From an optimization exercise on the open Yosys and OpenROAD flow, aimed at small area, a short achievable clock period and few clock cycles per item; shortcuts taken in it are not production practice. Function was checked by simulation only, so behaviour that the tests miss may differ from the original.

### run.sh
#!/bin/bash
# synth_recipe.tcl (not shown) runs the flow's synth.tcl, then flattens the netlist and writes it again
# the make line also repeats each setting of config.mk as NAME=value (left out here)
make -C /OpenROAD-flow-scripts/flow DESIGN_CONFIG=/design/flow/config.mk WORK_HOME=/design/flow/orfs CLKGATE_MAP_FILE= SYNTH_SCRIPT=/design/flow/synth_recipe.tcl finish
### config.mk
export PLATFORM = sky130hd
export DESIGN_NAME = cq32_block
export DESIGN_NICKNAME = cq32_block
export VERILOG_FILES = /design/flow/design.v
export SDC_FILE = /design/flow/constraint.sdc
export NUM_CORES = 4
export LEC_CHECK = 0
export CAP_MARGIN = 20
export CORE_MARGIN = 2
export CORE_UTILIZATION = 40
export PLACE_DENSITY = 0.6
export SLEW_MARGIN = 20
### constraint.sdc
create_clock -name core_clock -period 28.0 [get_ports {clk}]
set_input_delay 5.6000 -clock core_clock [delete_from_list [all_inputs] [get_ports {clk}]]
set_output_delay 5.6000 -clock core_clock [all_outputs]
set_load 0.01 [all_outputs]
### design.v
module cq32_block (
    input  wire        clk,
    input  wire        rst,         
    input  wire        coef_we,
    input  wire [2:0]  coef_addr,
    input  wire [37:0] coef_data,   
    input  wire        clr,         
    input  wire        in_valid,
    output wire        in_ready,
    input  wire [1:0]  in_mode,     
    input  wire [31:0] in_x,
    output reg         out_valid,
    output reg  [31:0] out_y,
    output reg         out_acc_sat,
    output reg  [1:0]  out_sat
);
    localparam MODE_PI = 2'd0, MODE_PID = 2'd1, MODE_BQ = 2'd2, MODE_SAT = 2'd3;
    localparam OP_SIG = 2'd0, OP_Y = 2'd1, OP_S1 = 2'd2, OP_ONE = 2'd3;
    localparam I_ZERO = 3'd0, I_S0 = 3'd1, I_S1 = 3'd2, I_R = 3'd3, I_Q = 3'd4;
    localparam F_NONE = 4'd0, F_Y = 4'd1, F_YLIM = 4'd2, F_S0LIM = 4'd3,
               F_S0SAT = 4'd4, F_S1SAT = 4'd5, F_QLD = 4'd6, F_LLD = 4'd7,
               F_HLD = 4'd8;
    reg signed [31:0] cval [0:7];
    reg        [5:0]  cshf [0:7];
    reg signed [47:0] s0, s1;
    reg signed [31:0] s2;           
    reg        cw_v, clr_r;
    reg [2:0]  cw_a;
    reg [37:0] cw_d;
    always @(posedge clk) begin
        cw_v  <= coef_we && !rst;
        clr_r <= clr && !rst;
        cw_a  <= coef_addr;
        cw_d  <= coef_data;
        if (cw_v) begin
            cval[cw_a] <= cw_d[31:0];
            cshf[cw_a] <= cw_d[37:32];
        end
    end
    reg signed [79:0] q;
    reg signed [47:0] hreg;
    reg               l_gt_h;
    reg               lim_v;
    reg [1:0]         lim_m;
    reg        av;         
    reg        st;         
    reg [2:0]  e;          
    reg [1:0]  am;
    reg signed [31:0] ax;
    reg [1:0]  lastm;      
    reg        mv, xv, fv;
    reg [3:0]  m_sel;      
    reg [2:0]  m_init;
    reg [3:0]  m_f;
    reg        m_first, m_last;
    reg [5:0]  m_k;
    reg signed [32:0] m_sig;
    reg [15:0] b_neg, b_one, b_two;      
    reg [2:0]  x_init;
    reg [5:0]  x_k;
    reg [3:0]  x_f;
    reg        x_first, x_last;
    reg [3:0]  f_f;
    reg        f_first, f_last;
    wire need_fill  = (am != MODE_BQ) && !(lim_v && lim_m == am);
    wire pipe_empty = !mv && !xv && !fv;
    wire can_start  = need_fill ? pipe_empty : (pipe_empty || lastm == am);
    wire issue      = av && (st || can_start);
    wire [2:0] e_cur = st ? e : (need_fill ? 3'd0 : 3'd2);
    reg [1:0] d_op;
    reg       d_dx;       
    reg       d_neg;      
    reg [2:0] d_coef;
    reg       d_one;      
    reg [2:0] d_init;
    reg [3:0] d_f;
    reg       d_first, d_last;
    always @* begin
        d_op = OP_SIG; d_dx = 1'b0; d_neg = 1'b0; d_coef = 3'd0; d_one = 1'b0;
        d_init = I_ZERO; d_f = F_NONE; d_first = 1'b0; d_last = 1'b0;
        if (e_cur == 3'd0) begin
            d_op = OP_ONE; d_f = F_LLD;
            d_coef = (am == MODE_PI) ? 3'd4 : (am == MODE_PID) ? 3'd6 : 3'd1;
        end else if (e_cur == 3'd1) begin
            d_op = OP_ONE; d_f = F_HLD;
            d_coef = (am == MODE_PI) ? 3'd3 : (am == MODE_PID) ? 3'd5 : 3'd0;
        end else begin
            case (am)
            MODE_PI: case (e_cur)
                3'd2:    begin d_coef = 3'd1; d_init = I_S0; d_f = F_S0LIM; d_first = 1'b1; end
                default: begin d_coef = 3'd0; d_init = I_S0; d_f = F_Y; d_last = 1'b1; end
            endcase
            MODE_PID: case (e_cur)
                3'd2:    begin d_dx = 1'b1;   d_coef = 3'd2; d_init = I_ZERO; d_first = 1'b1; end
                3'd3:    begin d_op = OP_S1;  d_coef = 3'd3; d_init = I_R;  d_f = F_S1SAT; end
                3'd4:    begin                d_coef = 3'd1; d_init = I_S0; d_f = F_S0LIM; end
                3'd5:    begin                d_coef = 3'd0; d_init = I_S0; end
                default: begin d_op = OP_S1;  d_coef = 3'd7; d_init = I_R;  d_f = F_Y; d_last = 1'b1; end
            endcase
            MODE_BQ: case (e_cur)
                3'd2:    begin                d_coef = 3'd0; d_init = I_S0; d_f = F_Y; d_first = 1'b1; end
                3'd3:    begin                d_coef = 3'd2; d_init = I_ZERO; d_f = F_QLD; end
                3'd4:    begin                d_coef = 3'd1; d_init = I_S1; end
                3'd5:    begin d_op = OP_Y; d_neg = 1'b1; d_coef = 3'd3; d_init = I_R; d_f = F_S0SAT; end
                default: begin d_op = OP_Y; d_neg = 1'b1; d_coef = 3'd4; d_init = I_Q; d_f = F_S1SAT; d_last = 1'b1; end
            endcase
            default: begin d_one = 1'b1; d_f = F_YLIM; d_first = 1'b1; d_last = 1'b1; end
            endcase
        end
    end
    wire issue_last = issue && d_last;
    reg  in_ready_r;
    assign in_ready = in_ready_r;
    wire acc_in   = in_valid && in_ready_r;
    wire av_na    = av && !issue_last;
    wire st_na    = issue ? !d_last : st;
    wire [2:0] e_na = issue ? e_cur + 3'd1 : e;
    wire pe_n     = !issue && !mv && !xv;
    wire [1:0] lastm_n = issue ? am : lastm;
    wire lim_v_n  = cw_v ? 1'b0 : (issue && am == MODE_BQ) ? 1'b0 :
                    (issue && e_cur == 3'd0) ? 1'b1 : lim_v;
    wire [1:0] lim_m_n = (issue && e_cur == 3'd0) ? am : lim_m;
    wire sat_go_n = lim_v_n && lim_m_n == MODE_SAT && (pe_n || lastm_n == MODE_SAT);
    wire [2:0] last_e = (am == MODE_PI) ? 3'd3 : (am == MODE_SAT) ? 3'd2 : 3'd6;
    wire rdy_noacc = !av_na ? 1'b1 : st_na ? (e_na == last_e) : (am == MODE_SAT && sat_go_n);
    wire rdy_acc   = sat_go_n;    
    wire signed [31:0] cvv = d_one ? 32'sd1 : cval[d_coef];
    wire        [5:0]  ckk = d_one ? 6'd0   : cshf[d_coef];
    wire        [32:0] cb  = {cvv, 1'b0};
    reg  [15:0] dn, d1, d2;
    integer bi;
    always @* begin
        for (bi = 0; bi < 16; bi = bi + 1) begin
            d1[bi] = cb[2*bi+1] ^ cb[2*bi];
            d2[bi] = (cb[2*bi+2] & ~cb[2*bi+1] & ~cb[2*bi]) | (~cb[2*bi+2] & cb[2*bi+1] & cb[2*bi]);
            dn[bi] = (cb[2*bi+2] & ~(cb[2*bi+1] & cb[2*bi])) ^ d_neg;
        end
    end
    wire signed [32:0] dx = {ax[31], ax} - {s2[31], s2};
    wire [48:0] opnd = ({49{m_sel[0]}} & {m_sig, 16'd0})
                     | ({49{m_sel[1]}} & {out_y[31], out_y, 16'd0})
                     | ({49{m_sel[2]}} & {s1[47], s1})
                     | ({49{m_sel[3]}} & 49'd65536);
    wire [49:0] a50 = {opnd[48], opnd};
    wire [50:0] a51 = {a50, 1'b0};
    reg  [79:0] rows [0:15];
    reg  [79:0] negs;
    integer ri;
    always @* begin
        negs = 80'd0;
        for (ri = 0; ri < 16; ri = ri + 1) begin
            rows[ri] = 80'd0;
            rows[ri][2*ri +: 50] = (({50{b_one[ri]}} & a50) | ({50{b_two[ri]}} & a51[49:0])) ^ {50{b_neg[ri]}};
            rows[ri][2*ri+49]    = ~rows[ri][2*ri+49];
            negs[2*ri]           = b_neg[ri];
        end
    end
    function [79:0] sext_const;
        input dummy;
        integer i;
        reg [79:0] c;
        begin
            c = 80'd0;
            for (i = 0; i < 16; i = i + 1) c = c - (80'd1 << (49 + 2*i));
            sext_const = c;
        end
    endfunction
    wire [79:0] prod = rows[0] + rows[1] + rows[2] + rows[3] + rows[4] + rows[5] + rows[6] + rows[7]
                     + rows[8] + rows[9] + rows[10] + rows[11] + rows[12] + rows[13] + rows[14] + rows[15]
                     + negs + sext_const(1'b0);
    reg signed [79:0] p;
    wire signed [79:0] t = p >>> x_k;
    reg  signed [80:0] init;
    reg  signed [80:0] r;
    always @* begin
        case (x_init)
            I_S0:    init = {{33{s0[47]}}, s0};
            I_S1:    init = {{33{s1[47]}}, s1};
            I_R:     init = r;
            I_Q:     init = {q[79], q};
            default: init = 81'sd0;
        endcase
    end
    wire signed [80:0] sum = init + {t[79], t};
    wire        r_neg  = r[80];
    wire        r_c    = r[15] & (~r_neg | (r[14:0] != 15'd0));
    wire        r_yhi  = ~r_neg & ((r[79:47] != 33'd0) | (r[46:15] == 32'hffffffff));
    wire        r_ylo  = $signed(r) <= -$signed({2'b00, 79'h8000_0000_8000});
    wire [31:0] r_y    = r[47:16] + {31'd0, r_c};
    wire        l_neg  = q[47];
    wire        l_c    = q[15] & (~l_neg | (q[14:0] != 15'd0));
    wire        l_yhi  = ~l_neg & (q[46:15] == 32'hffffffff);
    wire        l_ylo  = 1'b0;    
    wire [31:0] l_y    = q[47:16] + {31'd0, l_c};
    wire        h_neg  = hreg[47];
    wire        h_c    = hreg[15] & (~h_neg | (hreg[14:0] != 15'd0));
    wire        h_yhi  = ~h_neg & (hreg[46:15] == 32'hffffffff);
    wire        h_ylo  = 1'b0;    
    wire [31:0] h_y    = hreg[47:16] + {31'd0, h_c};
    wire signed [80:0] lsx = {{33{q[47]}}, q[47:0]};
    wire signed [80:0] hsx = {{33{hreg[47]}}, hreg};
    wire        gt_h   = r > hsx;
    wire        lt_l   = r < lsx;
    wire        sel_h  = gt_h | l_gt_h;
    wire        sel_l  = ~sel_h & lt_l;
    wire [47:0] limv   = sel_h ? hreg : sel_l ? q[47:0] : r[47:0];
    wire        y_hi   = (f_f == F_YLIM) ? (sel_h ? h_yhi : sel_l ? l_yhi : r_yhi) : r_yhi;
    wire        y_lo   = (f_f == F_YLIM) ? (sel_h ? h_ylo : sel_l ? l_ylo : r_ylo) : r_ylo;
    wire [31:0] y_rnd  = (f_f == F_YLIM) ? (sel_h ? h_y : sel_l ? l_y : r_y) : r_y;
    wire [31:0] y_val  = y_hi ? 32'h7fffffff : y_lo ? 32'h80000000 : y_rnd;
    wire        acc_sat = (r[80] != r[79]) || (r == {2'b11, 79'd0});
    wire        st_hi  = !r[80] && (r[79:47] != 33'd0);
    wire        st_lo  =  r[80] && (r[79:47] != {33{1'b1}});
    wire [47:0] st_val = st_hi ? 48'h7fffffffffff : st_lo ? 48'h800000000000 : r[47:0];
    reg         acc_sat_r;
    reg  [1:0]  sat_cnt;
    reg         f_accs, f_sat;
    always @* begin
        f_accs = 1'b0; f_sat = 1'b0;
        case (f_f)
            F_Y:              begin f_accs = acc_sat; f_sat = y_hi || y_lo; end
            F_YLIM:           begin f_sat = y_hi || y_lo; end
            F_S0SAT, F_S1SAT: begin f_accs = acc_sat; f_sat = st_hi || st_lo; end
            default: ;
        endcase
    end
    wire        accs_tot = (f_first ? 1'b0 : acc_sat_r) | f_accs;
    wire [1:0]  sat_tot  = (f_first ? 2'd0 : sat_cnt) + {1'b0, f_sat};
    always @(posedge clk) begin
        m_sel <= 4'd1 << d_op; m_init <= d_init; m_f <= d_f;
        m_first <= d_first; m_last <= d_last; m_k <= ckk;
        m_sig <= d_dx ? dx : {ax[31], ax};
        b_neg <= dn; b_one <= d1; b_two <= d2;
        p <= prod;
        x_k <= m_k; x_init <= m_init;
        x_first <= m_first;
        r <= sum;
        f_first <= x_first;
        if (in_ready_r) begin
            am <= in_mode; ax <= in_x;
        end
        if (fv) begin
            case (f_f)
                F_Y, F_YLIM: out_y <= y_val;
                F_QLD, F_LLD: q <= r[79:0];
                F_HLD: begin hreg <= r[47:0]; l_gt_h <= $signed(q[47:0]) > $signed(r[47:0]); end
                default: ;
            endcase
            acc_sat_r <= accs_tot;
            sat_cnt   <= sat_tot;
        end
        if (rst) begin
            av <= 1'b0; st <= 1'b0; e <= 3'd0;
            mv <= 1'b0; xv <= 1'b0; fv <= 1'b0;
            x_f <= F_NONE; f_f <= F_NONE; x_last <= 1'b0; f_last <= 1'b0;
            out_valid <= 1'b0;
            in_ready_r <= 1'b1;
            lim_v <= 1'b0;
            s0 <= 48'd0; s1 <= 48'd0; s2 <= 32'd0;
        end else begin
            if (clr_r) begin
                s0 <= 48'd0; s1 <= 48'd0; s2 <= 32'd0;
            end
            if (fv) begin
                case (f_f)
                    F_S0LIM: s0 <= limv;
                    F_S0SAT: s0 <= st_val;
                    F_S1SAT: s1 <= st_val;
                    default: ;
                endcase
            end
            if (cw_v) lim_v <= 1'b0;
            if (issue) begin
                lastm <= am;
                if (e_cur == 3'd0) begin lim_v <= !cw_v; lim_m <= am; end
                if (am == MODE_BQ) lim_v <= 1'b0;
                if (d_last && am == MODE_PID) s2 <= ax;
                st <= !d_last;
                e  <= e_cur + 3'd1;
            end
            if (issue_last) av <= 1'b0;
            if (acc_in) begin
                av <= 1'b1; st <= 1'b0;
            end
            in_ready_r <= acc_in ? (in_mode == MODE_SAT && rdy_acc) : rdy_noacc;
            mv <= issue;
            xv <= mv; x_f <= mv ? m_f : F_NONE; x_last <= mv && m_last;
            fv <= xv; f_f <= x_f; f_last <= x_last;
            out_valid <= fv && f_last;
            if (fv && f_last) begin
                out_acc_sat <= accs_tot;
                out_sat     <= sat_tot;
            end
        end
    end
endmodule
==> impl_summary.txt, run 1 <==
----------------------------------------------------
[Drt]
  WL final ... around 340 mm
  Wire length per cell ... 26.9 µm
  First drt pass iteration count ... 6
  DR DRC count ... 0
  Vias after detailed routing ... around 77000
  Drt initial violations ... between 8000 and 9000
  Number of vias per cell after detailed routing ... just over 6
  Count of antenna-violating nets left after detailed routing ... 0

[Setup path]
  Worst setup startpoint ... m_sel[2]
  Crit path max-delay cell type ... sky130_fd_sc_hd__a2111oi_0
  Required time at the endpoint of the critical path ... approximately 29000 ps
  Crit Path Max Fanout ... 48
  Most Frequent Cell on Critical Path ... sky130_fd_sc_hd__fa_1
  Flop2flop setup slack ... 19080 ps
  Worst Setup Start Kind ... flop
  Crit Path Category ... flop to flop
  Largest stage delay, worst path ... between 600 and 700 ps
  Data arrival time of the critical path ... about 9600 ps
  Crit end category ... flop
  Reg-to-reg critical path startpoint ... m_sel[2]

[Die]
  Area of the core region ... between 200000 and 250000 µm²
  Initial core utilization ... about 40%
  Area of the die ... around 230000 µm²
  Number of rows created at floorplan ... 175
  Top-level port count ... roughly 120
  Die boundary width ... ~480 µm
  Height of the die ... around 480 µm

[Final layout]
  Fin cells ... approximately 13000
  Fraction of final layout cells sized beyond drive strength 1 ... roughly 6.5%
  Number of nets in the final layout ... between 10000 and 15000
  Core Util, Final ... between 40% and 50%
  Number of fill cells ... 22100
  Area Growth Syn to Fin ... 7.69%

[STA]
  Worst Tran Pin Value ... approximately 1200 ps
  Final critical-path required period ... between 8000 and 9000 ps
  Share of the clock period used by the worst path after layout ... roughly a third
  Final setup viols ... 0
  Hold Violations, Final ... 0
  Setup repair after global routing missed its margin ... false
  Worst-case setup margin in the final layout ... between 15000 and 20000 ps
  Worst clock skew ... between 80 and 90 ps
  Peak clock frequency supported by timing ... 112 MHz
  Final slew viol count ... 0
  Tightest slew margin relative to the limit ... a little under a fifth
  Final-layout setup total negative slack ... 0 ps

[Placed design]
  Post-detailed-placement half-perimeter wirelength ... between 200 and 250 mm
  Placer's final routability congestion estimate ... about 0.98
  Number of placed instances, taps included ... 12400
  Port bufs ... approximately 120
  Pre-CTS setup slack ... between 15000 and 20000 ps

[CTS]
  Skew-Pair Late Insertion Delay ... slightly below 800 ps
  Number of buffers added by the clock tree synthesis step ... about 100
  Clock root cell ... sky130_fd_sc_hd__clkbuf_16
  Count of hold buffers inserted by post-cts repair ... 0
  TritonCTS clock tree ... done
  Deepest clock path buffer count ... 3
  # resized after CTS ... 0
  Clock transition at path regs ... 60 ps
  Post-CTS setup-driven buffer insertion count ... 0
  Number of clock sinks ... 973
  Number of H-tree branching levels ... 3

[Status]
  Run status ... no timing/DRC/antenna violations

[Global route]
  All-layer global routing usage ... about 29%
  Antenna violations before repair ... 13
  Global route overflow ... 0
  Wire length of the first global-routing pass ... about 500 mm
  Number of global-route vias before repair ... roughly 77000
  Pin count of the biggest net entering global routing ... 96

[Yosys]
  Flip-flop and latch count after synthesis ... 973
  Number of different library cells in the post-synthesis netlist ... 95
  Per-instance average area after synthesis ... between 9 and 10 µm²
  Cell area after synthesis ... roughly 90000 µm²
  Part of the Yosys area used for sequential elements ... about 27%
  Predominant post-synthesis flop cell ... sky130_fd_sc_hd__edfxtp_1
  Proportion of netlist area held by the largest area contributor ... between 10% and 20%
  Cell types with the largest area share after synthesis ... sky130_fd_sc_hd__edfxtp_1, sky130_fd_sc_hd__fa_1, sky130_fd_sc_hd__dfxtp_1, sky130_fd_sc_hd__ha_1, sky130_fd_sc_hd__xnor2_1
  Post-Syn Nets ... 11300
  Library cell with the largest summed area after synthesis ... sky130_fd_sc_hd__edfxtp_1
  EDFF count, synth ... slightly above 500
  Share of synthesized registers carrying an async set or reset ... 0%
  Synth warn ... 2
  Mapped Cells ... approximately 10000

[Worst hold path]
  Hold crit path type ... flop to flop
  Hold path startpoint ... m_init[2]

[Run]
  Max Cap Viol ... 0

----------------------------------------------------
## area by class of cell
type                    instances  area [µm²]  share of cell area (%)
repair buffers                313        2680                    2.72
flip-flops and latches        973       24600                    25.0
diodes                          3        7.51                 0.00762
clock buffers                 151        2900                    2.95
multi-input cells            7229       60500                    61.5
well taps                    3009        3760                    3.82
clock inverters                43         531                   0.539
inverters                     907        3400                    3.46
## path summary, 6_finish.rpt
check	end	depth (start not counted)
max	p[79]	28
min	x_init[2]	0
max reg2reg	p[79]	28
min reg2reg	x_init[2]	0
## state kept, by name (all words and copies together) (netlist names), 32 cells and up
name / flops
cval: 256
r: 81
p: 80
q: 80
cshf: 48
hreg: 48
s0: 48
s1: 48
cw_d: 38
m_sig: 33
ax: 32
out_y: 32
s2: 32
## kinds of logic after synthesis
logic type,after synthesis,share of synthesized area [%]
AO/OA/AOI/OAI,2438,17.9
XOR/XNOR,1092,10.5
adder cells (fa/ha/maj),1272,22.8
buffers and inverters,1734,7.18
flip-flops,973,26.9
multiplexers,248,3.84
AND/OR/NAND/NOR,2179,10.9
## cell usage after synthesis (all sizes together), types with 82 or more instances
library cell,count
a21oi,511
clkbuf,700
nand3,228
dfxtp,464
o21ai,374
nand4,131
and3,82
xor2,270
nor3,93
a22oi,894
nor2,432
a31oi,114
a21o,158
fa,660
mux2i,108
inv,905
nand2,934
buf,127
xnor2,822
edfxtp,509
ha,612
## routing by layer
layer / global-route usage (%) / part of all wire (%)
met1: 38.1 / 40
met2: 44.0 / 44
met3: 7.22 / 11
met4: 12.1 / 4.6
met5: 0.225 / 0.049
## cells in the final DEF, fill, tap and decap left out, types with 51 or more instances in the layout
cell                              Yosys  routed
sky130_fd_sc_hd__o21ai_0            367     367
sky130_fd_sc_hd__inv_1              898     895
sky130_fd_sc_hd__dfxtp_1            464     415
sky130_fd_sc_hd__mux2i_1            108     108
sky130_fd_sc_hd__and3_1              82      80
sky130_fd_sc_hd__a22oi_1            894     894
sky130_fd_sc_hd__ha_1               612     612
sky130_fd_sc_hd__nand4_1            131     131
sky130_fd_sc_hd__mux4_2              76      76
sky130_fd_sc_hd__buf_4                0     196
sky130_fd_sc_hd__nor3_1              92      90
sky130_fd_sc_hd__clkbuf_16            0     104
sky130_fd_sc_hd__clkdlybuf4s50_1      0     115
sky130_fd_sc_hd__a21oi_1            511     509
sky130_fd_sc_hd__edfxtp_1           509     509
sky130_fd_sc_hd__fa_1               660     660
sky130_fd_sc_hd__xor2_1             270     269
sky130_fd_sc_hd__mux2_2              64      64
sky130_fd_sc_hd__a21o_1             158     158
sky130_fd_sc_hd__a31oi_1            112     112
sky130_fd_sc_hd__nor4_1              51      51
sky130_fd_sc_hd__nor2_1             432     424
sky130_fd_sc_hd__nor2b_1             52      52
sky130_fd_sc_hd__xnor2_1            821     821
sky130_fd_sc_hd__nand2_1            934     931
sky130_fd_sc_hd__nand3_1            227     224
## through the flow
stage | instance area, µm² | hold slack, ps
6_report | 98500 | 316
5_1_grt | 98500 | 320
4_1_cts | 98400 | 312
3_5_place_dp | 94900 | 312
3_3_place_gp | 94900 | 315
2_1_floorplan | 91400 | 310
## worst max-delay path: cells and delay by family (launching register included)
family | cells | cell delay [ps]
AO/OA/AOI/OAI | 10 | 2510
AND/OR/NAND/NOR | 3 | 750
flip-flops | 1 | 310
adder cells (fa/ha/maj) | 7 | 3580
XOR/XNOR | 2 | 360
buffers and inverters | 6 | 1250
Testbench counts, summed over its fixed seeds: cycles 13,072, items 3,072.
==> run 2, diff against run 1 <==
--- a/design.v
+++ b/design.v
@@ -16,5 +16,5 @@
 );
     localparam MODE_PI = 2'd0, MODE_PID = 2'd1, MODE_BQ = 2'd2, MODE_SAT = 2'd3;
-    localparam OP_SIG = 2'd0, OP_Y = 2'd1, OP_S1 = 2'd2, OP_ONE = 2'd3;
+    localparam OP_SIG = 3'd0, OP_Y = 3'd1, OP_S1 = 3'd2, OP_ONE = 3'd3, OP_YF = 3'd4, OP_S1F = 3'd5;
     localparam I_ZERO = 3'd0, I_S0 = 3'd1, I_S1 = 3'd2, I_R = 3'd3, I_Q = 3'd4;
     localparam F_NONE = 4'd0, F_Y = 4'd1, F_YLIM = 4'd2, F_S0LIM = 4'd3,
@@ -25,15 +25,8 @@
     reg signed [47:0] s0, s1;
     reg signed [31:0] s2;           
-    reg        cw_v, clr_r;
-    reg [2:0]  cw_a;
-    reg [37:0] cw_d;
     always @(posedge clk) begin
-        cw_v  <= coef_we && !rst;
-        clr_r <= clr && !rst;
-        cw_a  <= coef_addr;
-        cw_d  <= coef_data;
-        if (cw_v) begin
-            cval[cw_a] <= cw_d[31:0];
-            cshf[cw_a] <= cw_d[37:32];
+        if (coef_we) begin
+            cval[coef_addr] <= coef_data[31:0];
+            cshf[coef_addr] <= coef_data[37:32];
         end
     end
@@ -50,10 +43,9 @@
     reg [1:0]  lastm;      
     reg        mv, xv, fv;
-    reg [3:0]  m_sel;      
+    reg [48:0] m_opnd;     
     reg [2:0]  m_init;
     reg [3:0]  m_f;
     reg        m_first, m_last;
     reg [5:0]  m_k;
-    reg signed [32:0] m_sig;
     reg [15:0] b_neg, b_one, b_two;      
     reg [2:0]  x_init;
@@ -68,5 +60,5 @@
     wire issue      = av && (st || can_start);
     wire [2:0] e_cur = st ? e : (need_fill ? 3'd0 : 3'd2);
-    reg [1:0] d_op;
+    reg [2:0] d_op;
     reg       d_dx;       
     reg       d_neg;      
@@ -96,5 +88,5 @@
                 3'd4:    begin                d_coef = 3'd1; d_init = I_S0; d_f = F_S0LIM; end
                 3'd5:    begin                d_coef = 3'd0; d_init = I_S0; end
-                default: begin d_op = OP_S1;  d_coef = 3'd7; d_init = I_R;  d_f = F_Y; d_last = 1'b1; end
+                default: begin d_op = OP_S1F; d_coef = 3'd7; d_init = I_R;  d_f = F_Y; d_last = 1'b1; end
             endcase
             MODE_BQ: case (e_cur)
@@ -102,5 +94,5 @@
                 3'd3:    begin                d_coef = 3'd2; d_init = I_ZERO; d_f = F_QLD; end
                 3'd4:    begin                d_coef = 3'd1; d_init = I_S1; end
-                3'd5:    begin d_op = OP_Y; d_neg = 1'b1; d_coef = 3'd3; d_init = I_R; d_f = F_S0SAT; end
+                3'd5:    begin d_op = OP_YF; d_neg = 1'b1; d_coef = 3'd3; d_init = I_R; d_f = F_S0SAT; end
                 default: begin d_op = OP_Y; d_neg = 1'b1; d_coef = 3'd4; d_init = I_Q; d_f = F_S1SAT; d_last = 1'b1; end
             endcase
@@ -110,7 +102,8 @@
     end
     wire issue_last = issue && d_last;
-    reg  in_ready_r;
+    reg  in_ready_r, rdy_n;
     assign in_ready = in_ready_r;
-    wire acc_in   = in_valid && in_ready_r;
+    wire rdy      = !rdy_n;
+    wire acc_in   = in_valid && rdy;
     wire av_na    = av && !issue_last;
     wire st_na    = issue ? !d_last : st;
@@ -118,5 +111,5 @@
     wire pe_n     = !issue && !mv && !xv;
     wire [1:0] lastm_n = issue ? am : lastm;
-    wire lim_v_n  = cw_v ? 1'b0 : (issue && am == MODE_BQ) ? 1'b0 :
+    wire lim_v_n  = coef_we ? 1'b0 : (issue && am == MODE_BQ) ? 1'b0 :
                     (issue && e_cur == 3'd0) ? 1'b1 : lim_v;
     wire [1:0] lim_m_n = (issue && e_cur == 3'd0) ? am : lim_m;
@@ -138,8 +131,5 @@
     end
     wire signed [32:0] dx = {ax[31], ax} - {s2[31], s2};
-    wire [48:0] opnd = ({49{m_sel[0]}} & {m_sig, 16'd0})
-                     | ({49{m_sel[1]}} & {out_y[31], out_y, 16'd0})
-                     | ({49{m_sel[2]}} & {s1[47], s1})
-                     | ({49{m_sel[3]}} & 49'd65536);
+    wire [48:0] opnd = m_opnd;
     wire [49:0] a50 = {opnd[48], opnd};
     wire [50:0] a51 = {a50, 1'b0};
@@ -198,8 +188,7 @@
     wire        h_ylo  = 1'b0;    
     wire [31:0] h_y    = hreg[47:16] + {31'd0, h_c};
-    wire signed [80:0] lsx = {{33{q[47]}}, q[47:0]};
-    wire signed [80:0] hsx = {{33{hreg[47]}}, hreg};
-    wire        gt_h   = r > hsx;
-    wire        lt_l   = r < lsx;
+    wire        r_in48 = (r[80:47] == 34'd0) || (r[80:47] == {34{1'b1}});
+    wire        gt_h   = r_in48 ? ($signed(r[47:0]) > $signed(hreg))    : !r[80];
+    wire        lt_l   = r_in48 ? ($signed(r[47:0]) < $signed(q[47:0])) :  r[80];
     wire        sel_h  = gt_h | l_gt_h;
     wire        sel_l  = ~sel_h & lt_l;
@@ -228,7 +217,14 @@
     wire [1:0]  sat_tot  = (f_first ? 2'd0 : sat_cnt) + {1'b0, f_sat};
     always @(posedge clk) begin
-        m_sel <= 4'd1 << d_op; m_init <= d_init; m_f <= d_f;
+        m_init <= d_init; m_f <= d_f;
         m_first <= d_first; m_last <= d_last; m_k <= ckk;
-        m_sig <= d_dx ? dx : {ax[31], ax};
+        case (d_op)
+            OP_SIG:  m_opnd <= {(d_dx ? dx : {ax[31], ax}), 16'd0};
+            OP_Y:    m_opnd <= {out_y[31], out_y, 16'd0};
+            OP_YF:   m_opnd <= {y_val[31], y_val, 16'd0};
+            OP_S1:   m_opnd <= {s1[47], s1};
+            OP_S1F:  m_opnd <= {st_val[47], st_val};
+            default: m_opnd <= 49'd65536;
+        endcase
         b_neg <= dn; b_one <= d1; b_two <= d2;
         p <= prod;
@@ -237,5 +233,5 @@
         r <= sum;
         f_first <= x_first;
-        if (in_ready_r) begin
+        if (rdy) begin
             am <= in_mode; ax <= in_x;
         end
@@ -256,8 +252,9 @@
             out_valid <= 1'b0;
             in_ready_r <= 1'b1;
+            rdy_n      <= 1'b0;
             lim_v <= 1'b0;
             s0 <= 48'd0; s1 <= 48'd0; s2 <= 32'd0;
         end else begin
-            if (clr_r) begin
+            if (clr) begin
                 s0 <= 48'd0; s1 <= 48'd0; s2 <= 32'd0;
             end
@@ -270,8 +267,8 @@
                 endcase
             end
-            if (cw_v) lim_v <= 1'b0;
+            if (coef_we) lim_v <= 1'b0;
             if (issue) begin
                 lastm <= am;
-                if (e_cur == 3'd0) begin lim_v <= !cw_v; lim_m <= am; end
+                if (e_cur == 3'd0) begin lim_v <= !coef_we; lim_m <= am; end
                 if (am == MODE_BQ) lim_v <= 1'b0;
                 if (d_last && am == MODE_PID) s2 <= ax;
@@ -283,5 +280,6 @@
                 av <= 1'b1; st <= 1'b0;
             end
-            in_ready_r <= acc_in ? (in_mode == MODE_SAT && rdy_acc) : rdy_noacc;
+            in_ready_r <=   acc_in ? (in_mode == MODE_SAT && rdy_acc) : rdy_noacc;
+            rdy_n      <= !(acc_in ? (in_mode == MODE_SAT && rdy_acc) : rdy_noacc);
             mv <= issue;
             xv <= mv; x_f <= mv ? m_f : F_NONE; x_last <= mv && m_last;
==> run 2 against run 1 <==
  * Critical endpoint is now p[73]
  * Wire length shrank 2.8%
  * Highest routed layer unchanged
  * Die area fell by 2.8%
  * Global-route usage is 0.053 points lower
==> impl_summary.txt, run 2 <==
----------------------------------------------------
[Status]
  Run status ... no timing/DRC/antenna violations (unchanged)

[Yosys]
  Cell with the most instances after synthesis ... sky130_fd_sc_hd__inv_1 (was sky130_fd_sc_hd__nand2_1)
  Cell area after synthesis ... 88900 µm² (was 91400 µm²)
  Synth top cells by count ... sky130_fd_sc_hd__inv_1, sky130_fd_sc_hd__a22oi_1, sky130_fd_sc_hd__nand2_1, sky130_fd_sc_hd__xnor2_1, sky130_fd_sc_hd__clkbuf_1 (was sky130_fd_sc_hd__nand2_1, sky130_fd_sc_hd__inv_1, sky130_fd_sc_hd__a22oi_1, sky130_fd_sc_hd__xnor2_1, sky130_fd_sc_hd__clkbuf_1)
  Share of synthesized registers carrying an async set or reset ... 0% (unchanged)
  Synth warn ... 2 (unchanged)
  Flip-flop and latch count after synthesis ... 943 (was 973)
  Number of different library cells in the post-synthesis netlist ... 90 (was 95)
  Part of the Yosys area used for sequential elements ... 27.0% (was 26.9%)
  Mapped Cells ... 9658 (was 9936)
  Cell types with the largest area share after synthesis ... sky130_fd_sc_hd__edfxtp_1, sky130_fd_sc_hd__fa_1, sky130_fd_sc_hd__dfxtp_1, sky130_fd_sc_hd__a22oi_1, sky130_fd_sc_hd__xnor2_1 (was sky130_fd_sc_hd__edfxtp_1, sky130_fd_sc_hd__fa_1, sky130_fd_sc_hd__dfxtp_1, sky130_fd_sc_hd__ha_1, sky130_fd_sc_hd__xnor2_1)
  Predominant post-synthesis flop cell ... sky130_fd_sc_hd__edfxtp_1 (unchanged)
  Post-Syn Nets ... 10900 (was 11300)
  Per-instance average area after synthesis ... 9.20 µm² (about the same)
  Library cell with the largest summed area after synthesis ... sky130_fd_sc_hd__edfxtp_1 (unchanged)
  EDFF count, synth ... 509 (unchanged)
  Proportion of netlist area held by the largest area contributor ... 17.2% (was 16.7%)

[Drt]
  Number of vias per cell after detailed routing ... 6.15 (was 6.12)
  DR DRC count ... 0 (unchanged)
  Drt initial violations ... 9347 (was 8955)
  WL final ... 330 mm (was 340 mm)
  First drt pass iteration count ... 9 (was 6)
  Vias after detailed routing ... 75800 (was 77300)
  Wire length per cell ... 26.8 µm (was 26.9 µm)
  Count of antenna-violating nets left after detailed routing ... 0 (unchanged)

[Global route]
  Busiest grt layer ... met2 (unchanged)
  All-layer global routing usage ... 28.6% (about the same)
  Number of global-route vias before repair ... 74300 (was 76800)
  GR met3 Demand/Resource ... 6.33% (was 7.22%)
  Met2 track utilization from global routing ... 43.2% (was 44.0%)
  Global routing usage on met1 ... 38.6% (was 38.1%)
  Wire length of the first global-routing pass ... 490 mm (was 504 mm)
  Antenna violations before repair ... 10 (was 13)
  Pin count of the biggest net entering global routing ... 91 (was 96)
  Global route overflow ... 0 (unchanged)

[Setup path]
  Largest stage delay, worst path ... 1040 ps (was 670 ps)
  Crit end category ... flop (unchanged)
  Required time at the endpoint of the critical path ... 28620 ps (was 28650 ps)
  Cell-by-cell trace of the critical path ... buf_4, clkinv_1, xnor2_1, fa_1, inv_1, fa_1, inv_1, fa_1, inv_1, ha_1, ha_1, ha_1, ha_1, o21ai_0, a22oi_1, a32oi_1, o31ai_1, a21oi_1, o31ai_1, a21oi_1, a21oi_1, a21bo_2, nor4_1, a211o_1
  Worst Setup Start Kind ... flop (unchanged)
  Crit path max-delay cell type ... sky130_fd_sc_hd__clkinv_1 (was sky130_fd_sc_hd__a2111oi_0)
  Crit Path Max Fanout ... 38 (was 48)
  Most Frequent Cell on Critical Path ... sky130_fd_sc_hd__ha_1 (was sky130_fd_sc_hd__fa_1)
  Crit Path Category ... flop to flop (unchanged)
  Data arrival time of the critical path ... 9760 ps (was 9580 ps)

[STA]
  Final slew viol count ... 0 (unchanged)
  Worst Tran Pin Value ... 1150 ps (was 1220 ps)
  Hold Violations, Final ... 0 (unchanged)
  Final-layout setup total negative slack ... 0 ps (unchanged)
  Minimum hold slack ... 328 ps (was 316 ps)
  Peak clock frequency supported by timing ... 109 MHz (was 112 MHz)
  Setup repair after global routing missed its margin ... false (unchanged)
  Final critical-path required period ... 9140 ps (was 8920 ps)
  Worst clock skew ... 88.2 ps (was 81.5 ps)
  Tightest slew margin relative to the limit ... 22.2% (was 18.6%)
  Share of the clock period used by the worst path after layout ... 32.6% (was 31.9%)
  Final setup viols ... 0 (unchanged)

[Final layout]
  Number of nets in the final layout ... 10500 (was 10900)
  Area Growth Syn to Fin ... 7.87% (was 7.69%)
  Fin cells ... 12300 (was 12600)
  Number of flip-flops under the largest register name ... 256 (unchanged)
  Commonest cells after routing, fill and taps aside ... sky130_fd_sc_hd__a22oi_1, sky130_fd_sc_hd__inv_1, sky130_fd_sc_hd__nand2_1 (was sky130_fd_sc_hd__nand2_1, sky130_fd_sc_hd__inv_1, sky130_fd_sc_hd__a22oi_1)
  Most flop-heavy register ... cval (unchanged)
  Largest registers ... cval: 256 flops, r: 81 flops (unchanged)
  Fraction of final layout cells sized beyond drive strength 1 ... 6.66% (was 6.48%)

[Placed design]
  Port bufs ... 116 (unchanged)
  Number of placed instances, taps included ... 12100 (was 12400)
  Placer's final routability congestion estimate ... 0.969 (was 0.984)
  Post-detailed-placement half-perimeter wirelength ... 230 mm (was 241 mm)

[Die]
  Initial core utilization ... 40.1% (was 40.2%)
  Top-level port count ... 117 (unchanged)
  Height of the die ... 475 µm (was 482 µm)
  Area of the die ... 226000 µm² (was 232000 µm²)
  Area of the core region ... 222000 µm² (was 227000 µm²)
  Die boundary width ... 475 µm (was 482 µm)
  Number of rows created at floorplan ... 173 (was 175)

[CTS]
  # resized after CTS ... 0 (unchanged)
  Clock root cell ... sky130_fd_sc_hd__clkbuf_16 (unchanged)
  Clock transition at path regs ... 60 ps (about the same)
  Number of buffers added by the clock tree synthesis step ... 103 (unchanged)
  Count of hold buffers inserted by post-cts repair ... 0 (unchanged)
  Skew-Pair Late Insertion Delay ... 790 ps (was 780 ps)
  Number of H-tree branching levels ... 3 (unchanged)
  TritonCTS clock tree ... done (unchanged)
  Post-CTS setup-driven buffer insertion count ... 0 (unchanged)
  Deepest clock path buffer count ... 3 (unchanged)
  Number of clock sinks ... 943 (was 973)

[Worst hold path]
  Hold crit path type ... flop to flop (unchanged)

[Run]
  Max Cap Viol ... 0 (unchanged)

----------------------------------------------------
==> run 2: metrics by stage <==
step	setup slack (ps)	util [%]	instance area [µm²]
floorplan	19130	-	88900
global placement	19180	41.7	92400
detailed placement	19050	41.7	92400
CTS	18980	43.2	95900
global route	18480	43.3	95900
finish	18860	43.3	95900
==> run 2: logic make-up after synthesis <==
logic type	count (synthesis)	share of synthesized area [%]
AO/OA/AOI/OAI	2368	18.1
AND/OR/NAND/NOR	2135	11.0
buffers and inverters	1711	7.30
adder cells (fa/ha/maj)	1158	21.9
XOR/XNOR	1082	10.7
flip-flops	943	27.0
multiplexers	261	4.09
==> run 2: worst paths after layout <==
check | start | end | slack (ps) | cells after the start
max | b_neg[2] | p[73] | 18860 | 24
min reg2reg | m_k[2] | x_k[2] | 330 | 0
max reg2reg | b_neg[2] | p[73] | 18860 | 24
min | m_k[2] | x_k[2] | 330 | 0
==> run 2: cell type report <==
type                    count  area (µm²)
clock inverters            52         513
well taps                2975        3720
repair buffers            307        2590
fillers                 21400      126000
inverters                 905        3400
clock buffers             142        2920
diodes                      3        7.51
multi-input cells        7004       58700
flip-flops and latches    943       24100
==> run 2: metal layers <==
metal	part of all wire, %	routed length (µm)	up-vias
li1	-	-	33000
met1	40	134000	37600
met2	43	144000	4397
met3	10	34300	894
met4	5.6	18600	8
met5	0.017	56	-
==> run 2: worst max-delay path, delay by kind of cell, from the launching register on <==
| family | cells | cell delay [ps] |
|---|---|---|
| simple gates | 1 | 50 |
| buf+inv | 5 | 1830 |
| xor+xnor | 1 | 450 |
| flops | 1 | 310 |
| fa+ha+maj | 7 | 2640 |
| compound gates | 10 | 3660 |
Testbench counts of run 2, summed over its fixed seeds: cycles 13,072, items 3,072.
==> run 3, diff against run 2 <==
==> flow/run.sh (new file) <==
#!/bin/bash
# Layout flow: the standard flow (standard.sh) unchanged, with two
# settings for the layout steps passed through the environment:
#  - the buffers that every input and output port gets are buf_4 cells
#    (the default choice is a slow delay-buffer cell);
set -euo pipefail
export BUFFER_PORTS_ARGS="-buffer_cell sky130_fd_sc_hd__buf_4"
export SETUP_SLACK_MARGIN=20.5
bash standard.sh synth > synth.log 2>&1
bash standard.sh finish > layout.log 2>&1
==> standard.sh (new file) <==
#!/bin/bash
# synth_recipe.tcl (not shown) runs the flow's synth.tcl, then flattens the netlist and writes it again
# the make line also repeats each setting of config.mk as NAME=value (left out here)
make -C /OpenROAD-flow-scripts/flow DESIGN_CONFIG=/design/flow/config.mk WORK_HOME=/design/flow/orfs CLKGATE_MAP_FILE= SYNTH_SCRIPT=/design/flow/synth_recipe.tcl "${@:-finish}"
--- a/config.mk
+++ b/config.mk
@@ -8,5 +8,5 @@
 export CAP_MARGIN = 20
 export CORE_MARGIN = 2
-export CORE_UTILIZATION = 40
-export PLACE_DENSITY = 0.6
+export CORE_UTILIZATION = 50
+export PLACE_DENSITY = 0.65
 export SLEW_MARGIN = 20
removed: run.sh
==> run 3 against run 2 <==
  * Clock skew is 53 ps lower
  * Hold slack lost 1.4 ps
  * Wire length is 0.81% lower
  * Setup slack improved by 1700 ps
  * Design area increased by 0.98%
==> impl_summary.txt, run 3 <==
----------------------------------------------------
[Drt]
  WL final ... 328 mm (was 330 mm)
  Vias after detailed routing ... 76800 (was 75800)
  First drt pass iteration count ... 12 (was 9)
  Drt initial violations ... 9940 (was 9347)
  DR DRC count ... 0 (unchanged)
  Number of vias per cell after detailed routing ... 6.53 (was 6.15)
  Wire length per cell ... 27.9 µm (was 26.8 µm)
  Count of antenna-violating nets left after detailed routing ... 0 (unchanged)

[STA]
  Final-layout setup total negative slack ... 0 ps (unchanged)
  Peak clock frequency supported by timing ... 135 MHz (was 109 MHz)
  Worst Tran Pin Value ... 1220 ps (was 1150 ps)
  Final slew viol count ... 0 (unchanged)
  Final setup viols ... 0 (unchanged)
  Share of the clock period used by the worst path after layout ... 26.5% (was 32.6%)
  Final critical-path required period ... 7430 ps (was 9140 ps)
  Hold Violations, Final ... 0 (unchanged)
  Setup repair after global routing missed its margin ... true (was false)
  Tightest slew margin relative to the limit ... 18.0% (was 22.2%)
  Worst clock skew ... 35.5 ps (was 88.2 ps)

[Yosys]
  Proportion of netlist area held by the largest area contributor ... 17.2% (unchanged)
  Predominant post-synthesis flop cell ... sky130_fd_sc_hd__edfxtp_1 (unchanged)
  Share of synthesized registers carrying an async set or reset ... 0% (unchanged)
  Number of different library cells in the post-synthesis netlist ... 90 (unchanged)
  Cell area after synthesis ... 88900 µm² (unchanged)
  EDFF count, synth ... 509 (unchanged)
  Mapped Cells ... 9658 (unchanged)
  Synth warn ... 2 (unchanged)
  Cell with the most instances after synthesis ... sky130_fd_sc_hd__inv_1 (unchanged)
  Part of the Yosys area used for sequential elements ... 27.0% (unchanged)
  Post-Syn Nets ... 10900 (unchanged)
  Cell types with the largest area share after synthesis ... sky130_fd_sc_hd__edfxtp_1, sky130_fd_sc_hd__fa_1, sky130_fd_sc_hd__dfxtp_1, sky130_fd_sc_hd__a22oi_1, sky130_fd_sc_hd__xnor2_1 (unchanged)
  Synth top cells by count ... sky130_fd_sc_hd__inv_1, sky130_fd_sc_hd__a22oi_1, sky130_fd_sc_hd__nand2_1, sky130_fd_sc_hd__xnor2_1, sky130_fd_sc_hd__clkbuf_1 (unchanged)
  Library cell with the largest summed area after synthesis ... sky130_fd_sc_hd__edfxtp_1 (unchanged)
  Flip-flop and latch count after synthesis ... 943 (unchanged)
  Per-instance average area after synthesis ... 9.20 µm² (unchanged)

[CTS]
  Number of buffers added by the clock tree synthesis step ... 103 (unchanged)
  Number of H-tree branching levels ... 3 (unchanged)
  Clock root cell ... sky130_fd_sc_hd__clkbuf_16 (unchanged)
  Deepest clock path buffer count ... 3 (unchanged)
  Count of hold buffers inserted by post-cts repair ... 0 (unchanged)
  TritonCTS clock tree ... done (unchanged)
  Number of clock sinks ... 943 (unchanged)
  Skew-Pair Late Insertion Delay ... 770 ps (was 790 ps)
  Clock transition at path regs ... 60 ps (about the same)

[Worst hold path]
  Hold crit path type ... flop to flop (unchanged)

[Die]
  Die boundary width ... 426 µm (was 475 µm)
  Number of rows created at floorplan ... 154 (was 173)
  Area of the core region ... 176000 µm² (was 222000 µm²)
  Top-level port count ... 117 (unchanged)
  Area of the die ... 181000 µm² (was 226000 µm²)
  Initial core utilization ... 50.4% (was 40.1%)
  Height of the die ... 426 µm (was 475 µm)

[Global route]
  Number of global-route vias before repair ... 75300 (was 74300)
  GR met3 Demand/Resource ... 9.35% (was 6.33%)
  Pin count of the biggest net entering global routing ... 96 (was 91)
  Wire length of the first global-routing pass ... 480 mm (was 490 mm)
  Global routing usage on met1 ... 46.0% (was 38.6%)
  Antenna violations before repair ... 20 (was 10)
  Met2 track utilization from global routing ... 52.2% (was 43.2%)
  Global route overflow ... 0 (unchanged)
  All-layer global routing usage ... 34.9% (was 28.6%)
  Busiest grt layer ... met2 (unchanged)

[Final layout]
  Leading cell type in the layout, fill and taps excluded ... sky130_fd_sc_hd__a22oi_1
  Number of nets in the final layout ... 10600 (was 10500)
  Summed area of non-filler cells in the final layout ... 96800 µm² (was 95900 µm²)
  Number of flip-flops under the largest register name ... 256 (unchanged)
  Fraction of final layout cells sized beyond drive strength 1 ... 8.85% (was 6.66%)
  Commonest cells after routing, fill and taps aside ... sky130_fd_sc_hd__a22oi_1, sky130_fd_sc_hd__inv_1, sky130_fd_sc_hd__nand2_1 (unchanged)
  Most flop-heavy register ... cval (unchanged)
  Area Growth Syn to Fin ... 8.93% (was 7.87%)
  Number of fill cells ... 15800 (was 21400)
  Largest registers ... cval: 256 flops, r: 81 flops (unchanged)

[Placed design]
  Placer's final routability congestion estimate ... 1.02 (was 0.969)
  Port bufs ... 116 (unchanged)
  Placed cell area ... 91400 µm² (was 92400 µm²)
  Post-detailed-placement half-perimeter wirelength ... 222 mm (was 230 mm)

[Setup path]
  Largest stage delay, worst path ... 630 ps (was 1040 ps)
  Data arrival time of the critical path ... 8060 ps (was 9760 ps)
  Crit Path Category ... flop to flop (unchanged)
  Cell-by-cell trace of the critical path ... buf_4, a22oi_1, xor2_1, fa_1, inv_1, fa_1, fa_1, fa_1, fa_1, inv_1, fa_1, inv_1, ha_1, and3_1, nor2b_1, nor2b_1, nand2_1, a21o_1, o2111ai_4, a41oi_2, nand2b_4, o31ai_4, mux2i_1, nand3_1 (was buf_4, clkinv_1, xnor2_1, fa_1, inv_1, fa_1, inv_1, fa_1, inv_1, ha_1, ha_1, ha_1, ha_1, o21ai_0, a22oi_1, a32oi_1, o31ai_1, a21oi_1, o31ai_1, a21oi_1, a21oi_1, a21bo_2, nor4_1, a211o_1)
  Crit end category ... flop (unchanged)
  Family of cells with the greatest summed delay on the critical path ... adder cells (was compound AO/OA/AOI/OAI gates)
  Crit Path Max Fanout ... 32 (was 38)
  Worst Setup Start Kind ... flop (unchanged)
  Number of buffer and inverter stages on the critical path ... 4 (was 5)
  Crit path max-delay cell type ... sky130_fd_sc_hd__fa_1 (was sky130_fd_sc_hd__clkinv_1)
  Most Frequent Cell on Critical Path ... sky130_fd_sc_hd__fa_1 (was sky130_fd_sc_hd__ha_1)
  Required time at the endpoint of the critical path ... 28630 ps (was 28620 ps)

[Status]
  Run status ... no timing/DRC/antenna violations (unchanged)

[Run]
  Max Cap Viol ... 0 (unchanged)

----------------------------------------------------
-- run 3: logic make-up after synthesis --
| family | Yosys count | share of synthesized area [%] |
|---|---|---|
| compound gates | 2368 | 18.1 |
| xor+xnor | 1082 | 10.7 |
| fa+ha+maj | 1158 | 21.9 |
| buf+inv | 1711 | 7.30 |
| flops | 943 | 27.0 |
| mux | 261 | 4.09 |
| simple gates | 2135 | 11.0 |
-- run 3: final timing paths --
| kind | from | endpoint | slack (ps) | cells after the start |
|---|---|---|---|---|
| worst min-delay path | m_init[2] | x_init[2] | 330 | 0 |
| worst max register to register | m_opnd[35] | p[76] | 20570 | 24 |
| worst max-delay path | m_opnd[35] | p[76] | 20570 | 24 |
| worst min register to register | m_init[2] | x_init[2] | 330 | 0 |
-- run 3: area by class of cell --
| type | instances | area (µm²) | area share (%) |
|---|---|---|---|
| Multi-Input combinational cell | 7004 | 58900 | 60.9 |
| Sequential cell | 943 | 24100 | 24.9 |
| Timing Repair Buffer | 360 | 3970 | 4.10 |
| Inverter | 905 | 3410 | 3.52 |
| Tap cell | 2340 | 2930 | 3.02 |
| Clock buffer | 136 | 2860 | 2.95 |
| Clock inverter | 57 | 591 | 0.610 |
| Antenna cell | 14 | 35.0 | 0.0362 |
| Timing Repair inverter | 1 | 5.00 | 0.00517 |
-- run 3: worst reg2reg max path, cell delays in order (launching register included) --
cell and delay [ps]:
sky130_fd_sc_hd__dfxtp_1 310, sky130_fd_sc_hd__buf_4 520, sky130_fd_sc_hd__a22oi_1 250, sky130_fd_sc_hd__xor2_1 200
sky130_fd_sc_hd__fa_1 550, sky130_fd_sc_hd__inv_1 50, sky130_fd_sc_hd__fa_1 540, sky130_fd_sc_hd__fa_1 460
sky130_fd_sc_hd__fa_1 530, sky130_fd_sc_hd__fa_1 560, sky130_fd_sc_hd__inv_1 60, sky130_fd_sc_hd__fa_1 630
sky130_fd_sc_hd__inv_1 70, sky130_fd_sc_hd__ha_1 440, sky130_fd_sc_hd__and3_1 300, sky130_fd_sc_hd__nor2b_1 210
sky130_fd_sc_hd__nor2b_1 190, sky130_fd_sc_hd__nand2_1 130, sky130_fd_sc_hd__a21o_1 210, sky130_fd_sc_hd__o2111ai_4 140
sky130_fd_sc_hd__a41oi_2 180, sky130_fd_sc_hd__nand2b_4 200, sky130_fd_sc_hd__o31ai_4 270, sky130_fd_sc_hd__mux2i_1 220
sky130_fd_sc_hd__nand3_1 100
-- run 3: per-layer routing --
metal	share of wire, %	wire length [µm]	up-vias
met5	0.065	213	-
met4	6.4	21000	15
met3	12	40400	1184
met2	43	140000	5028
met1	38	126000	37500
li1	-	-	33100
-- run 3: timing repair --
action | CTS | global route
pin swaps | 1 | 8
gates resized for setup | 155 | 134
endpoints found under the hold margin | 0 | 0
setup endpoints to repair | 48 | 58
buffers inserted | 8 | 26
gates cloned | 5 | 13
-- run 3: through the flow --
stage	util, %	hold WS, ps	setup slack (ps)	cells
after floorplan	-	310	20150	9658
after global placement	51.8	314	19230	11500
after detailed placement	51.8	314	19240	11500
after CTS	54.3	328	20380	11700
after global routing	54.9	338	20320	11800
final	54.9	327	20570	11800
==> run 4, diff against run 3 <==
--- a/design.v
+++ b/design.v
@@ -240,10 +240,12 @@
                 F_Y, F_YLIM: out_y <= y_val;
                 F_QLD, F_LLD: q <= r[79:0];
-                F_HLD: begin hreg <= r[47:0]; l_gt_h <= $signed(q[47:0]) > $signed(r[47:0]); end
+                F_HLD: begin hreg <= r[47:0]; l_gt_h <= lt_l; end    
                 default: ;
             endcase
-            acc_sat_r <= accs_tot;
-            sat_cnt   <= sat_tot;
-        end
+        end
+        acc_sat_r   <= accs_tot;
+        sat_cnt     <= sat_tot;
+        out_acc_sat <= accs_tot;
+        out_sat     <= sat_tot;
         if (rst) begin
             av <= 1'b0; st <= 1'b0; e <= 3'd0;
@@ -286,8 +288,4 @@
             fv <= xv; f_f <= x_f; f_last <= x_last;
             out_valid <= fv && f_last;
-            if (fv && f_last) begin
-                out_acc_sat <= accs_tot;
-                out_sat     <= sat_tot;
-            end
         end
     end
==> run 4 against run 3 <==
  * Cell count decreased by 3.7%
  * Sequential cell count decreased by 3
  * Synthesized cell count decreased by 4.8%
  * Setup slack got worse by 23 ps
  * First-iteration DRC count increased by 17%
  * Global-route usage increased by 0.12 points
  * Synthesized area decreased by 0.59%
  * Critical endpoint is now p[78]
  * Largest cell class unchanged
==> impl_summary.txt, run 4 <==
----------------------------------------------------
[Status]
  Run status ... no timing/DRC/antenna violations (unchanged)

[Drt]
  Vias after detailed routing ... 75900 (was 76800)
  DR DRC count ... 0 (unchanged)
  Met2 wirelength from detailed routing ... 133 mm (was 140 mm)
  Total routed wire length on the met1 layer ... 131 mm (was 126 mm)
  Count of antenna-violating nets left after detailed routing ... 0 (unchanged)
  Wire length per cell ... 29.3 µm (was 27.9 µm)
  WL final ... 332 mm (was 328 mm)
  Drt initial violations ... 11600 (was 9940)
  First drt pass iteration count ... 9 (was 12)
  Top layer reached by signal wires ... met5 (unchanged)
  Met3 Routed Length ... 47.8 mm (was 40.4 mm)
  Number of vias per cell after detailed routing ... 6.70 (was 6.53)

[Setup path]
  Cell-by-cell trace of the critical path ... buf_12, a22oi_1, xnor2_2, fa_1, fa_1, inv_1, fa_1, fa_1, fa_1, inv_1, fa_1, inv_1, ha_1, inv_1, o21bai_1, a21o_1, a21o_1, a21oi_1, o21ai_0, a2111o_1, o311a_1, o2111a_1, nor3_1 (was buf_4, a22oi_1, xor2_1, fa_1, inv_1, fa_1, fa_1, fa_1, fa_1, inv_1, fa_1, inv_1, ha_1, and3_1, nor2b_1, nor2b_1, nand2_1, a21o_1, o2111ai_4, a41oi_2, nand2b_4, o31ai_4, mux2i_1, nand3_1)
  Most Frequent Cell on Critical Path ... sky130_fd_sc_hd__fa_1 (unchanged)
  Flop2flop setup slack ... 20540 ps (was 20570 ps)
  Data arrival time of the critical path ... 8110 ps (was 8060 ps)
  Required time at the endpoint of the critical path ... 28650 ps (was 28630 ps)
  Crit end category ... flop (unchanged)
  Worst Setup Start Kind ... flop (unchanged)
  Crit Path Category ... flop to flop (unchanged)
  Crit Path Max Fanout ... 13 (was 32)
  Largest stage delay, worst path ... 590 ps (was 630 ps)
  Crit path max-delay cell type ... sky130_fd_sc_hd__fa_1 (unchanged)

[Final layout]
  Number of nets in the final layout ... 10100 (was 10600)
  Number of flip-flops under the largest register name ... 256 (unchanged)
  Largest registers ... cval: 256 flops, r: 81 flops (unchanged)
  Most flop-heavy register ... cval (unchanged)
  Area Growth Syn to Fin ... 8.88% (was 8.93%)
  Number of fill cells ... 15500 (was 15800)
  Commonest cells after routing, fill and taps aside ... sky130_fd_sc_hd__a22oi_1, sky130_fd_sc_hd__inv_1, sky130_fd_sc_hd__xnor2_1 (was sky130_fd_sc_hd__a22oi_1, sky130_fd_sc_hd__inv_1, sky130_fd_sc_hd__nand2_1)
  Leading cell type in the layout, fill and taps excluded ... sky130_fd_sc_hd__a22oi_1 (unchanged)
  Fraction of final layout cells sized beyond drive strength 1 ... 9.98% (was 8.85%)
  Summed area of non-filler cells in the final layout ... 96200 µm² (was 96800 µm²)

[Global route]
  Number of global-route vias before repair ... 72800 (was 75300)
  Wire length of the first global-routing pass ... 477 mm (was 480 mm)
  Antenna violations before repair ... 11 (was 20)
  Pin count of the biggest net entering global routing ... 86 (was 96)
  Global route overflow ... 0 (unchanged)
  All-layer global routing usage ... 35.0% (was 34.9%)

[STA]
  Final slew viol count ... 0 (unchanged)
  Worst clock skew ... 104 ps (was 35.5 ps)
  Tightest slew margin relative to the limit ... 21.9% (was 18.0%)
  Share of the clock period used by the worst path after layout ... 26.6% (was 26.5%)
  Peak clock frequency supported by timing ... 134 MHz (was 135 MHz)
  Final critical-path required period ... 7460 ps (was 7430 ps)
  Setup repair after global routing missed its margin ... false (was true)
  Final-layout setup total negative slack ... 0 ps (unchanged)
  Worst Tran Pin Value ... 1160 ps (was 1220 ps)
  Final setup viols ... 0 (unchanged)
  Hold Violations, Final ... 0 (unchanged)
  Worst-case setup margin in the final layout ... 20540 ps (was 20570 ps)

[Placed design]
  Port bufs ... 116 (unchanged)
  Post-detailed-placement half-perimeter wirelength ... 221 mm (was 222 mm)
  Placed cell area ... 90800 µm² (was 91400 µm²)
  Placer's final routability congestion estimate ... 0.996 (was 1.02)
  Pre-CTS setup slack ... 19730 ps (was 19240 ps)

[Die]
  Die boundary width ... 424 µm (was 426 µm)
  Area of the die ... 180000 µm² (was 181000 µm²)
  Number of rows created at floorplan ... 154 (unchanged)
  Area of the core region ... 176000 µm² (about the same)
  Height of the die ... 424 µm (was 426 µm)
  Initial core utilization ... 50.2% (was 50.4%)
  Top-level port count ... 117 (unchanged)

[Yosys]
  Predominant post-synthesis flop cell ... sky130_fd_sc_hd__edfxtp_1 (unchanged)
  Part of the Yosys area used for sequential elements ... 27.0% (about the same)
  Number of different library cells in the post-synthesis netlist ... 102 (was 90)
  Per-instance average area after synthesis ... 9.61 µm² (was 9.20 µm²)
  Mapped Cells ... 9194 (was 9658)
  Post-Syn Nets ... 10400 (was 10900)
  Cell types with the largest area share after synthesis ... sky130_fd_sc_hd__edfxtp_1, sky130_fd_sc_hd__fa_1, sky130_fd_sc_hd__dfxtp_1, sky130_fd_sc_hd__a22oi_1, sky130_fd_sc_hd__ha_1 (was sky130_fd_sc_hd__edfxtp_1, sky130_fd_sc_hd__fa_1, sky130_fd_sc_hd__dfxtp_1, sky130_fd_sc_hd__a22oi_1, sky130_fd_sc_hd__xnor2_1)
  Synth top cells by count ... sky130_fd_sc_hd__a22oi_1, sky130_fd_sc_hd__inv_1, sky130_fd_sc_hd__xnor2_1, sky130_fd_sc_hd__fa_1, sky130_fd_sc_hd__clkbuf_1 (was sky130_fd_sc_hd__inv_1, sky130_fd_sc_hd__a22oi_1, sky130_fd_sc_hd__nand2_1, sky130_fd_sc_hd__xnor2_1, sky130_fd_sc_hd__clkbuf_1)
  Share of synthesized registers carrying an async set or reset ... 0% (unchanged)
  Cell with the most instances after synthesis ... sky130_fd_sc_hd__a22oi_1 (was sky130_fd_sc_hd__inv_1)
  Library cell with the largest summed area after synthesis ... sky130_fd_sc_hd__edfxtp_1 (unchanged)
  Synth warn ... 2 (unchanged)
  Flip-flop and latch count after synthesis ... 940 (was 943)
  Proportion of netlist area held by the largest area contributor ... 17.1% (was 17.2%)
  Cell area after synthesis ... 88400 µm² (was 88900 µm²)
  EDFF count, synth ... 503 (was 509)

[Run]
  Max Cap Viol ... 0 (unchanged)

[CTS]
  Clock transition at path regs ... 60 ps (about the same)
  Clock root cell ... sky130_fd_sc_hd__clkbuf_16 (unchanged)
  Count of hold buffers inserted by post-cts repair ... 0 (unchanged)
  Number of H-tree branching levels ... 3 (unchanged)
  Deepest clock path buffer count ... 3 (unchanged)
  Skew-Pair Late Insertion Delay ... 790 ps (was 770 ps)
  Number of buffers added by the clock tree synthesis step ... 103 (unchanged)
  Number of clock sinks ... 940 (was 943)
  TritonCTS clock tree ... done (unchanged)

[Worst hold path]
  Hold crit path type ... flop to flop (unchanged)

----------------------------------------------------
run 4: cell count changes after synthesis, moves of 26 or more:
| cell | before | now |
|---|---|---|
| sky130_fd_sc_hd__clkbuf_1 | 670 | 632 |
| sky130_fd_sc_hd__o221ai_1 | 21 | 51 |
| sky130_fd_sc_hd__nor2_1 | 486 | 405 |
| sky130_fd_sc_hd__and3_1 | 108 | 49 |
| sky130_fd_sc_hd__nand2_1 | 829 | 608 |
| sky130_fd_sc_hd__mux4_2 | 76 | 152 |
| sky130_fd_sc_hd__nand3_1 | 292 | 160 |
| sky130_fd_sc_hd__a21o_1 | 138 | 179 |
| sky130_fd_sc_hd__mux2i_1 | 125 | 99 |
| sky130_fd_sc_hd__a21oi_1 | 457 | 408 |
run 4: layout make-up:
class	count	area, µm²	share of cell area [%]
antenna	3	7.51	0.00780
clock buffer	146	2840	2.95
clock inverter	48	593	0.616
inverter	889	3350	3.49
multi-input combinational	6593	58500	60.8
sequential	940	24000	24.9
tap	2340	2930	3.04
timing repair buffer	369	4000	4.16
run 4: path summary, 6_finish.rpt:
path,start,end,cells after the start
setup / recovery,b_one[4],p[78],23
hold / removal,m_init[2],x_init[2],0
setup reg to reg,b_one[4],p[78],23
hold reg to reg,m_init[2],x_init[2],0
run 4: metal layers:
metal | vias up | global-route usage [%]
li1 | 31900 | -
met1 | 37300 | 49.8
met2 | 5562 | 48.9
met3 | 1150 | 10.3
met4 | 16 | 16.1
met5 | - | 0
run 4: cell families after synthesis:
| family | after synthesis | synth area share (%) |
|---|---|---|
| adder cells (fa/ha/maj) | 1157 | 22.0 |
| multiplexers | 312 | 5.77 |
| AND/OR/NAND/NOR | 1670 | 8.76 |
| flip-flops | 940 | 27.0 |
| buffers and inverters | 1661 | 7.19 |
| AO/OA/AOI/OAI | 2372 | 18.6 |
| XOR/XNOR | 1082 | 10.7 |
run 4: repair_timing:
action / CTS / global route
hold endpoints to repair: 0 / 0
cloned: 1 / 20
buffers inserted: 6 / 47
endpoints found under the setup margin: 34 / 26
resized for setup: 115 / 156
pin swaps: 3 / 9
run 4: stage by stage:
| step | utilization, % | cells | hold slack [ps] |
|---|---|---|---|
| 2_1_floorplan | - | 9194 | 310 |
| 3_3_place_gp | 51.6 | 11100 | 312 |
| 3_5_place_dp | 51.6 | 11100 | 313 |
| 4_1_cts | 53.9 | 11300 | 326 |
| 5_1_grt | 54.7 | 11300 | 331 |
| 6_report | 54.7 | 11300 | 326 |
run 4: critical path: cells and delay by family, from the launching register on:
kind / cells / cell delay [ps]
xor gates and xnor gates: 1 / 500
buffers and inverters: 5 / 580
DFF: 1 / 480
and+or+nand+nor: 1 / 160
adders and majority gates: 7 / 3510
AOI/OAI and AO/OA: 9 / 2100
Testbench counts of run 4, summed over its fixed seeds: cycles 13,072, items 3,072.

==> separate check: timing with driven ports <==
In the flow no input, the clock included, has a driving cell. The finished layouts below were timed again as built, in two steps.
Step 1 assumes that a clkbuf_16 drives the clock port and a buf_2 every other input.
Step 2, shift: input delay + t, output delay - t, t = (earliest + latest rising clock arrival at the registers) / 2. This alone moves slack from input paths to output paths.
a / b / c = ideal / step 1 / step 2; a / b = the first two.
| run | t (ns) | slack for setup (ns) | worst hold slack (ns) | latest minus earliest clock arrival (ns) |
|---|---|---|---|---|
| run 1 | 0.830 | 19.078 / 19.078 / 19.078 | 0.316 / 0.316 / 0.316 | 0.082 / 0.081 |
| run 2 | 0.828 | 18.862 / 18.862 / 18.862 | 0.328 / 0.328 / 0.328 | 0.089 / 0.088 |
| run 3 | 0.831 | 20.566 / 20.566 / 19.836 | 0.327 / 0.327 / 0.327 | 0.036 / 0.035 |
| run 4 | 0.818 | 20.543 / 20.543 / 20.205 | 0.326 / 0.326 / 0.326 | 0.107 / 0.108 |
After both steps every run listed still meets setup and hold. The setup slack of run 3, which loses most, moves by 0.000 ns with the drivers and by -0.730 ns with both steps.
